This is an optimization exercise on Yosys and OpenROAD, whose aim is small area and a short achievable clock period, not a production implementation.
At most, simulation tests tie the RTL to the original design; equivalence was not proved.
No activity file was given, so power comes from the tool's default toggle rates.

==> flow/design.v (excerpt) <==
module ecc144_codec (
    input  wire         clk,
    input  wire         rst,
    input  wire         in_valid,
    input  wire         in_op,         
    input  wire [2:0]   in_src,
    input  wire [127:0] in_data,
    input  wire [15:0]  in_check,
    output reg          out_valid,
    output reg  [127:0] out_data,
    output reg  [15:0]  out_check,
    output reg  [1:0]   out_status,
    output reg  [5:0]   out_sym,
    output reg  [3:0]   out_err,
    output reg  [15:0]  corr_cnt,
    output reg  [15:0]  uncorr_cnt,
    output reg  [2:0]   last_src,
    output reg  [5:0]   last_sym,
    output reg  [3:0]   last_err
);
Size in the first run: roughly 370 flip-flops, roughly 17000 sq um of cells after synthesis.
clock: 7.5 ns
lec_check: 0
cap_margin: 20
core_margin: 2
core_utilization: 40
setup_slack_margin: 5.0
slew_margin: 20
standard.sh (not shown) runs the stock make flow with config.mk's settings and CLKGATE_MAP_FILE= SYNTH_SCRIPT=/design/flow/synth_recipe.tcl, a recipe that flattens the netlist after the stock synthesis.
==> flow/flow/run.sh <==
#!/bin/bash
# The standard layout, with every port buffered by a buf_2 cell instead of the default
# clkdlybuf4s50_1 (smaller and faster); the tools' output goes to standard.log here.
set -euo pipefail
export BUFFER_PORTS_ARGS="-buffer_cell sky130_fd_sc_hd__buf_2"
bash standard.sh > standard.log 2>&1
Rerun with:
--- a/flow/config.mk
+++ b/flow/config.mk
@@ -11 +11,3 @@
-export SETUP_SLACK_MARGIN = 5.0
+export CTS_BUF_LIST = sky130_fd_sc_hd__clkbuf_8 sky130_fd_sc_hd__clkbuf_16
+export CTS_CLUSTER_SIZE = 24
+export SETUP_SLACK_MARGIN = 4.5
=> The new run completed without violations. Maximum frequency falls by 5.1%. Hold slack hardly moves. Routed wire length falls by 13%. Combinational power falls by 43%. Register-to-register slack got worse by 110 ps. Final area falls by 24%.
Rerun with:
--- a/flow/config.mk
+++ b/flow/config.mk
@@ -7,0 +8 @@
+export ABC_AREA = 1
@@ -11,2 +12,3 @@
-export CTS_BUF_LIST = sky130_fd_sc_hd__clkbuf_8 sky130_fd_sc_hd__clkbuf_16
-export CTS_CLUSTER_SIZE = 24
+export CTS_BUF_LIST = sky130_fd_sc_hd__clkbuf_8
+export CTS_CLUSTER_DIAMETER = 50
+export CTS_CLUSTER_SIZE = 16
Outcome:
- The new run produced a clean layout
- non-clock buffer count went down by 8
- count of clock-buffer cells in the layout went down by 12
- synthesized cell count went up by 19%
- global-route usage went down by 0.46 points
- die area went up by 1.3%
- core utilization went down by 0.97 points
- synthesized area went up by 1.3%
- cell area went down by 1.2%
- total power went down by 20%
- flip-flop and latch count is unchanged
No functional check of the RTL was part of any run of this note.


Another version of the RTL of ecc144_codec (not shown whole).
For scale: about 1900 cells after synthesis, ~350 I/O pins, about 20000 um^2 of cells after synthesis.
Settings: LEC_CHECK=0, CAP_MARGIN=20, CORE_MARGIN=2, CORE_UTILIZATION=40, CTS_BUF_LIST=sky130_fd_sc_hd__clkbuf_8, CTS_CLUSTER_DIAMETER=50, CTS_CLUSTER_SIZE=16, SETUP_SLACK_MARGIN=4.9, SLEW_MARGIN=20; clock period 7.5 ns.
Scripts as last shown in full above: flow/flow/run.sh
Change:
--- a/flow/config.mk
+++ b/flow/config.mk
@@ -12,4 +12,4 @@
 export CTS_CLUSTER_DIAMETER = 50
 export CTS_CLUSTER_SIZE = 16
-export SETUP_SLACK_MARGIN = 4.9
+export SETUP_SLACK_MARGIN = 4.7
 export SLEW_MARGIN = 20
Effect: Combinational power decreases by about a fifth; critical path depth climbs by 1; setup slack got worse by 0.0075 ns; wire length shrinks by a few percent; clock power stays flat; register-to-register slack hardly moves; die area stays the same; non-clock buffer count fell by 97; total power fell by a little under a tenth; count of clock-buffer cells in the layout does not change; synthesized area is unchanged.
No functional check of the RTL was part of any run of this note.


## sierra
ecc144_codec, a different RTL version from the one above (not shown whole).
Size: ~1,700 cells after synthesis, about 370 flip-flops.
export LEC_CHECK = 0
export CAP_MARGIN = 20
export CORE_MARGIN = 2
export CORE_UTILIZATION = 40
export CTS_BUF_LIST = sky130_fd_sc_hd__clkbuf_8
export CTS_CLUSTER_DIAMETER = 50
export CTS_CLUSTER_SIZE = 16
export SETUP_SLACK_MARGIN = 4.8
export SLEW_MARGIN = 20
create_clock -name core_clock -period 7.5 [get_ports {clk}]
Scripts as last shown in full above: flow/flow/run.sh
## Diff of input files: violet against sierra
Settings: SETUP_SLACK_MARGIN now 4.5, was 4.8; CORE_UTILIZATION now 55, was 40; PLACE_DENSITY now 0.85, previously not set.
Results
- The core of violet is more densely filled than that of sierra.
- Taking sierra as the reference, in violet highest net fanout along the worst path decreased by 5 relative to the old numbers, post-layout total power decreased by 18% relative to the old numbers, time the final worst path needs with I/O delays and setup increased by 0.18 ns relative to the old numbers, count of non-CTS buffers in the layout decreased by 20% relative to the old numbers, area enclosed by the die boundary decreased by 27% relative to the old numbers.
- Max cell area after placement across sierra and violet: sierra
- | post-route non-filler standard cell count | violet vs sierra | 264 lower |
- NOTE: clock buffer count in the final layout in violet falls short of that of sierra
- Compared with sierra, violet shows a higher data arrival time of the critical path.
- In the tables for sierra and violet, design area reads lower with violet.
Changes in garnet relative to violet:
Settings: a deleted PLACE_DENSITY that had been 0.85; a change of SETUP_SLACK_MARGIN from 4.5 to 4.4; a change of CORE_UTILIZATION from 55 to 40.
==> flow/flow/run.sh <==
#!/bin/bash
# The standard layout, with the input ports buffered by buf_2 cells and the output ports
# by buf_1 cells (after global placement, see out_bufs.tcl) instead of the default
# clkdlybuf4s50_1; the tools' output goes to standard.log here.
set -euo pipefail
export BUFFER_PORTS_ARGS="-inputs -buffer_cell sky130_fd_sc_hd__buf_2"
export POST_GLOBAL_PLACE_TCL="$PWD/flow/out_bufs.tcl"
bash standard.sh > standard.log 2>&1
==> flow/flow/out_bufs.tcl (new file) <==
# one buf_1 on every output port, placed by the detailed placement that follows
buffer_ports -outputs -buffer_cell sky130_fd_sc_hd__buf_1
Notes after the runs:
garnet against violet: wire length went up 8.9%, part of the total power dissipated in the clock network picked up an extra 2.6 points, via count fell by 450, total power draw shows an increase of about 3%, buffer count from post-CTS setup fixing saw a decrease.
The run showing the smaller highest attainable clock frequency is garnet.
diff inputs: garnet => pepper
Settings: SETUP_SLACK_MARGIN changed from 4.4 to 4.5.
==> flow/flow/run.sh <==
#!/bin/bash
# The standard layout, with every port buffered by a buf_1 cell instead of the default
# clkdlybuf4s50_1 (smaller and faster); the tools' output goes to standard.log here.
set -euo pipefail
export BUFFER_PORTS_ARGS="-buffer_cell sky130_fd_sc_hd__buf_1"
bash standard.sh > standard.log 2>&1
removed: flow/flow/out_bufs.tcl
Notes after the runs:
Delta (pepper minus garnet): share of layout cells above drive strength 1 shows a reduction of 5.5 points; shortest period the worst path allows went up; routing usage on met3 grew by 0.18 points.
In pepper the layout clock buffer count turned out 1 higher than in garnet.
## Diff of input files: quartz against pepper
Settings: CORE_UTILIZATION: 40 -> 55; PLACE_DENSITY: unset -> 0.85.
==> flow/flow/run.sh <==
#!/bin/bash
# The standard layout, with the input ports buffered by buf_2 cells and the output ports
# by buf_1 cells (after global placement, see out_bufs.tcl) instead of the default
# clkdlybuf4s50_1; the tools' output goes to standard.log here.
set -euo pipefail
export BUFFER_PORTS_ARGS="-inputs -buffer_cell sky130_fd_sc_hd__buf_2"
export POST_GLOBAL_PLACE_TCL="$PWD/flow/out_bufs.tcl"
bash standard.sh > standard.log 2>&1
==> flow/flow/out_bufs.tcl (new file) <==
# one buf_1 on every output port, placed by the detailed placement that follows
buffer_ports -outputs -buffer_cell sky130_fd_sc_hd__buf_1
--- outcome ---
[quartz vs pepper] required time at the endpoint of the critical path: lower in quartz. The maximum net fanout on the critical path in quartz was lower than what pepper gave. quartz went all the way through synthesis, placement and routing and the layout is clean on timing, DRC and antenna. For the via count of the routed design, quartz came in 762 higher than pepper did. Taking pepper as the reference, in quartz number of standard cells in the layout, taps in and fillers out went down about 6%; core utilization of the finished layout grew by 18 points.


Another version of the RTL of ecc144_codec (not shown whole).
Size in the first run: ~1600 cells after synthesis, ~370 flip-flops, about 350 I/O pins, about 0.017 mm^2 of cells after synthesis.
clock: 7.5 ns
lec_check: 0
cap_margin: 20
core_margin: 2
core_utilization: 40
slew_margin: 20
run.sh (not shown) runs the stock make flow with config.mk's settings and CLKGATE_MAP_FILE= SYNTH_SCRIPT=/design/flow/synth_recipe.tcl, a recipe that flattens the netlist after the stock synthesis.
Stock flow here: none of the scripts above is used.
The first run ran to the end with no violations.
Next try:
Settings changed: SETUP_SLACK_MARGIN set to 4.5.
Combinational power grows by 97%.
Setup slack improves by 1.1 ns.
Die area does not change.
Design area rises by 22%.
Clock-buffer cell count is unchanged.
Utilization came out higher by 12 points.
No run of this note included a check of the RTL's function; only the layout flow was run.


RTL: one of the versions met above, not the one the previous note started from.
Size in the first run: ~1600 cells after synthesis, about 370 flip-flops, about 350 I/O pins.
==> flow/config.mk <==
export PLATFORM = sky130hd
export DESIGN_NAME = ecc144_codec
export DESIGN_NICKNAME = ecc144_codec
export VERILOG_FILES = /design/flow/design.v
export SDC_FILE = /design/flow/constraint.sdc
export NUM_CORES = 4
export LEC_CHECK = 0
export CAP_MARGIN = 20
export CORE_MARGIN = 2
export CORE_UTILIZATION = 40
export SETUP_SLACK_MARGIN = 4.5
export SLEW_MARGIN = 20
==> flow/constraint.sdc <==
create_clock -name core_clock -period 7.5 [get_ports {clk}]
set_input_delay 1.5000 -clock core_clock [delete_from_list [all_inputs] [get_ports {clk}]]
set_output_delay 1.5000 -clock core_clock [all_outputs]
set_load 0.01 [all_outputs]
Edit:
==> flow/flow/run.sh (new file) <==
#!/bin/bash
# The standard layout, with every port buffered by a buf_2 cell instead of the default
# clkdlybuf4s50_1 (smaller and faster); the tools' output goes to standard.log here.
set -euo pipefail
export BUFFER_PORTS_ARGS="-buffer_cell sky130_fd_sc_hd__buf_2"
bash standard.sh > standard.log 2>&1
==> flow/standard.sh (new file) <==
#!/bin/bash
# synth_recipe.tcl (not shown) runs the flow's synth.tcl, then flattens the netlist and writes it again
# the make line also repeats each setting of config.mk as NAME=value (left out here)
make -C /OpenROAD-flow-scripts/flow DESIGN_CONFIG=/design/flow/config.mk WORK_HOME=/design/flow/orfs CLKGATE_MAP_FILE= SYNTH_SCRIPT=/design/flow/synth_recipe.tcl "${@:-finish}"
--- a/flow/config.mk
+++ b/flow/config.mk
@@ -9,4 +9,7 @@
 export CORE_MARGIN = 2
 export CORE_UTILIZATION = 40
+export CTS_BUF_LIST = sky130_fd_sc_hd__clkbuf_8
+export CTS_CLUSTER_DIAMETER = 60
+export CTS_CLUSTER_SIZE = 20
 export SETUP_SLACK_MARGIN = 4.5
 export SLEW_MARGIN = 20
removed: flow/run.sh
What happened: Wire length drops by 8.1%; worst setup slack improved by 0.12 ns; cell count drops by 3.0%; clock skew climbs by 0.018 ns.
Edit:
--- a/flow/config.mk
+++ b/flow/config.mk
@@ -10,6 +10,6 @@
 export CORE_UTILIZATION = 40
 export CTS_BUF_LIST = sky130_fd_sc_hd__clkbuf_8
-export CTS_CLUSTER_DIAMETER = 60
-export CTS_CLUSTER_SIZE = 20
+export CTS_CLUSTER_DIAMETER = 50
+export CTS_CLUSTER_SIZE = 16
 export SETUP_SLACK_MARGIN = 4.5
 export SLEW_MARGIN = 20
Effect:
- design area increases by 3.3%
- power increases by 9.2%
- global-route usage increases by 0.56 points
Function was not checked in any run of this note: the RTL went through the layout flow alone.


== the reference run ==
Another version of the RTL of ecc144_codec (not shown whole).
Size: ~1700 cells after synthesis, ~380 flip-flops, ~350 I/O pins, roughly 17000 sq um of cells after synthesis.
export LEC_CHECK = 0
export CAP_MARGIN = 20
export CORE_MARGIN = 2
export CORE_UTILIZATION = 40
export CTS_BUF_LIST = sky130_fd_sc_hd__clkbuf_8
export CTS_CLUSTER_DIAMETER = 50
export CTS_CLUSTER_SIZE = 16
export SETUP_SLACK_MARGIN = 4.5
export SLEW_MARGIN = 20
create_clock -name core_clock -period 7.5 [get_ports {clk}]
standard.sh (not shown) runs the stock make flow with config.mk's settings and CLKGATE_MAP_FILE= SYNTH_SCRIPT=/design/flow/synth_recipe.tcl, a recipe that flattens the netlist after the stock synthesis.
==> flow/flow/run.sh <==
#!/bin/bash
# The standard layout, with every port buffered by a buf_2 cell instead of the default
# clkdlybuf4s50_1 (smaller and faster); the tools' output goes to standard.log here.
set -euo pipefail
export BUFFER_PORTS_ARGS="-buffer_cell sky130_fd_sc_hd__buf_2"
bash standard.sh > standard.log 2>&1
The reference run completed end to end with timing, DRC and antenna clean.
> inputs changed (the reference run -> the trial run)
diff --git a/flow/config.mk b/flow/config.mk
--- a/flow/config.mk
+++ b/flow/config.mk
@@ -12,4 +12,4 @@
 export CTS_CLUSTER_DIAMETER = 50
 export CTS_CLUSTER_SIZE = 16
-export SETUP_SLACK_MARGIN = 4.5
+export SETUP_SLACK_MARGIN = 4.8
 export SLEW_MARGIN = 20
[summary]
The trial run reached the final stage; the timing, design-rule and antenna checks on its layout passed. Taking the reference run as the reference, in the trial run setup slack went up by 0.11 ns, logic gate share of total power went up. Diff the reference run -> the trial run: internal power consumption rose about 14%, worst reg-to-reg path cell count fell 1. Compared the reference run against the trial run; number of placed instances with taps included within noise. Count of plain and timing-repair buffers of the trial run exceeds that of the reference run by more than 10%.
No run of this note included a check of the RTL's function; only the layout flow was run.


job 5814:
RTL: one of the versions met above, not the one the previous note started from.
For scale: roughly 1700 cells after synthesis, roughly 370 flip-flops, about 350 I/O pins, about 17000 sq um of cells after synthesis.
==> flow/config.mk <==
export PLATFORM = sky130hd
export DESIGN_NAME = ecc144_codec
export DESIGN_NICKNAME = ecc144_codec
export VERILOG_FILES = /design/flow/design.v
export SDC_FILE = /design/flow/constraint.sdc
export NUM_CORES = 4
export LEC_CHECK = 0
export CAP_MARGIN = 20
export CORE_MARGIN = 2
export CORE_UTILIZATION = 40
export CTS_BUF_LIST = sky130_fd_sc_hd__clkbuf_8
export CTS_CLUSTER_DIAMETER = 50
export CTS_CLUSTER_SIZE = 16
export SETUP_SLACK_MARGIN = 4.5
export SLEW_MARGIN = 20
export TNS_END_PERCENT = 30
==> flow/constraint.sdc <==
create_clock -name core_clock -period 7.5 [get_ports {clk}]
set_input_delay 1.5000 -clock core_clock [delete_from_list [all_inputs] [get_ports {clk}]]
set_output_delay 1.5000 -clock core_clock [all_outputs]
set_load 0.01 [all_outputs]
Scripts as last shown in full above: flow/flow/run.sh
[inputs] job 9477 vs job 5814
- a deleted TNS_END_PERCENT that had been 30
==> flow/flow/run.sh <==
#!/bin/bash
# The standard layout, with the input ports buffered by buf_2 cells and the output ports
# by buf_1 cells (after global placement, see out_bufs.tcl) instead of the default
# clkdlybuf4s50_1; the tools' output goes to standard.log here.
set -euo pipefail
export BUFFER_PORTS_ARGS="-inputs -buffer_cell sky130_fd_sc_hd__buf_2"
export POST_GLOBAL_PLACE_TCL="$PWD/flow/out_bufs.tcl"
bash standard.sh > standard.log 2>&1
==> flow/flow/out_bufs.tcl (new file) <==
# one buf_1 on every output port, placed by the detailed placement that follows
buffer_ports -outputs -buffer_cell sky130_fd_sc_hd__buf_1
Notes after the runs:
Job 9477 finished every step from synthesis to the final layout, and the layout passed the timing, design-rule and antenna checks. On job 9477: switching share of power is 0.78 points higher than what job 5814 gave. Worst setup slack, job 5814 and job 9477, higher one = job 9477. In job 9477 relative to job 5814, average wire per standard cell had gone up slightly. Density: job 9477 sparser than job 5814. Met3 layer usage reported by global route, job 5814 and job 9477: higher on job 5814. From job 5814 to job 9477 the numbers moved as follows: number of antenna violations at the first check in global routing has increased; global-route wire length before repair picked up an extra 840 microns; final cell count has increased; cell area moved down. Overall power after layout, job 9477 vs job 5814: up slightly. Compare job 5814 and job 9477 | worst max-slew margin expressed relative to the limit higher: job 5814.
[inputs] job 810 vs job 9477
- SETUP_SLACK_MARGIN now 3.8, was 4.5
==> flow/flow/run.sh <==
#!/bin/bash
# The standard layout, with every port buffered by a buf_2 cell instead of the default
# clkdlybuf4s50_1 (smaller and faster); the tools' output goes to standard.log here.
set -euo pipefail
export BUFFER_PORTS_ARGS="-buffer_cell sky130_fd_sc_hd__buf_2"
bash standard.sh > standard.log 2>&1
removed: flow/flow/out_bufs.tcl
Notes after the runs:
Changes observed in job 810 relative to job 9477: maximum count of clock buffers along a single path did not really move, area of the mapped netlist about even, clock latency at the later pin of the worst-skew pair saw a decrease.
In the flow results for job 9477 and job 810, the combinational-cell power consumption is smaller on job 810.
Job 9477 has lower clock network fraction of design power than job 810.
Diff job 9477 -> job 810 | placed instance area | up slightly
A master of the slowest instance on the critical path of and3_1 is what job 810 shows, while a211o_1 belongs to job 9477.
Against job 9477 as the reference, job 810 delivers a lower global-route wire length before repair.
Side by side, part of the power in combinational logic turned out lower in job 810 than in job 9477.
Share of power burned in registers was lower in job 9477 than in job 810.
The minimum clock period of job 810 was inferior to that of job 9477.
Higher cell area among job 9477 and job 810: job 9477
#### Input delta (job 2522 over job 810)
- SETUP_SLACK_MARGIN now 4.2, was 3.8
Notes after the runs:
Upper clock frequency limit: job 2522 better than job 810. Looking at critical path depth, job 2522 sits below job 810. Job 810 and job 2522 ended up with roughly the same number of inserted filler cells in the final layout. Re met1 usage in global routing: job 810 and job 2522 aren't equal, and the lower value belongs to job 810. Job 2522 vs. job 810: combinational cell power went up by about 2%. From job 810 to job 2522 the numbers moved as follows: utilization up 0.72 points, static power due to leakage went up by 0.14 nW, cell area picked up an extra 300 sq um.

[static timing again, ports no longer ideal]
In the flow no input, the clock included, has a driving cell. The finished layouts below were timed again as built, in two steps.
Step 1, drivers: a clkbuf_16 drives clk and a buf_2 each remaining input, both assumed.
Step 2 times the ports against the registers' clock, not the clock port: input delays grow and output delays shrink by t, the midpoint of the rising clock arrivals with the driver on.
a / b / c = no drivers / after step 1 / after step 2; a / b = the first two.
run	t, ns	setup WS [ns]	hold slack, ns	worst register clock-pin slew, ns	pins driven straight from the clock port
the first run of note 1	0.610	4.663 / 4.663 / 4.069	0.324 / 0.324 / 0.324	0.07 / 0.07	1
the second run of note 1	0.630	4.510 / 4.523 / 3.893	0.325 / 0.325 / 0.325	0.07 / 0.07	1
the third run of note 1	0.652	4.418 / 4.450 / 3.798	0.325 / 0.325 / 0.325	0.10 / 0.10	1
the first run of note 2	0.711	4.686 / 4.686 / 4.686	0.330 / 0.330 / 0.330	0.10 / 0.10	1
the second run of note 2	0.703	4.679 / 4.679 / 4.679	0.334 / 0.334 / 0.334	0.10 / 0.10	1
sierra	0.661	4.673 / 4.673 / 4.134	0.336 / 0.336 / 0.336	0.10 / 0.10	1
violet	0.670	4.493 / 4.521 / 3.851	0.337 / 0.337 / 0.337	0.10 / 0.10	1
garnet	0.662	4.440 / 4.440 / 3.813	0.337 / 0.337 / 0.337	0.10 / 0.10	1
pepper	0.658	4.430 / 4.430 / 3.846	0.336 / 0.336 / 0.336	0.10 / 0.10	1
quartz	0.607	4.497 / 4.497 / 3.935	0.341 / 0.341 / 0.341	0.10 / 0.10	1
the first run of note 4	0.628	2.634 / 2.634 / 2.634	0.321 / 0.321 / 0.321	0.06 / 0.06	1
the second run of note 4	0.625	3.771 / 3.771 / 3.771	0.328 / 0.328 / 0.328	0.07 / 0.07	1
the first run of note 5	0.625	4.411 / 4.431 / 3.807	0.327 / 0.327 / 0.327	0.07 / 0.07	1
the second run of note 5	0.717	4.533 / 4.558 / 3.842	0.320 / 0.320 / 0.320	0.13 / 0.13	1
the third run of note 5	0.673	4.490 / 4.490 / 3.854	0.333 / 0.333 / 0.333	0.10 / 0.10	1
the reference run	0.657	4.481 / 4.481 / 3.897	0.325 / 0.325 / 0.325	0.10 / 0.10	1
the trial run	0.674	4.595 / 4.595 / 4.138	0.322 / 0.322 / 0.322	0.10 / 0.10	1
job 5814	0.661	4.377 / 4.410 / 3.749	0.334 / 0.334 / 0.334	0.10 / 0.10	1
job 9477	0.686	4.555 / 4.555 / 3.909	0.342 / 0.342 / 0.342	0.10 / 0.10	1
job 810	0.663	3.869 / 3.869 / 3.606	0.337 / 0.337 / 0.337	0.10 / 0.10	1
job 2522	0.669	4.221 / 4.228 / 3.588	0.335 / 0.335 / 0.335	0.10 / 0.10	1
After both steps every run listed still meets setup and hold. The setup slack of the second run of note 5, which loses most, moves by +0.025 ns with the drivers and by -0.691 ns with both steps.
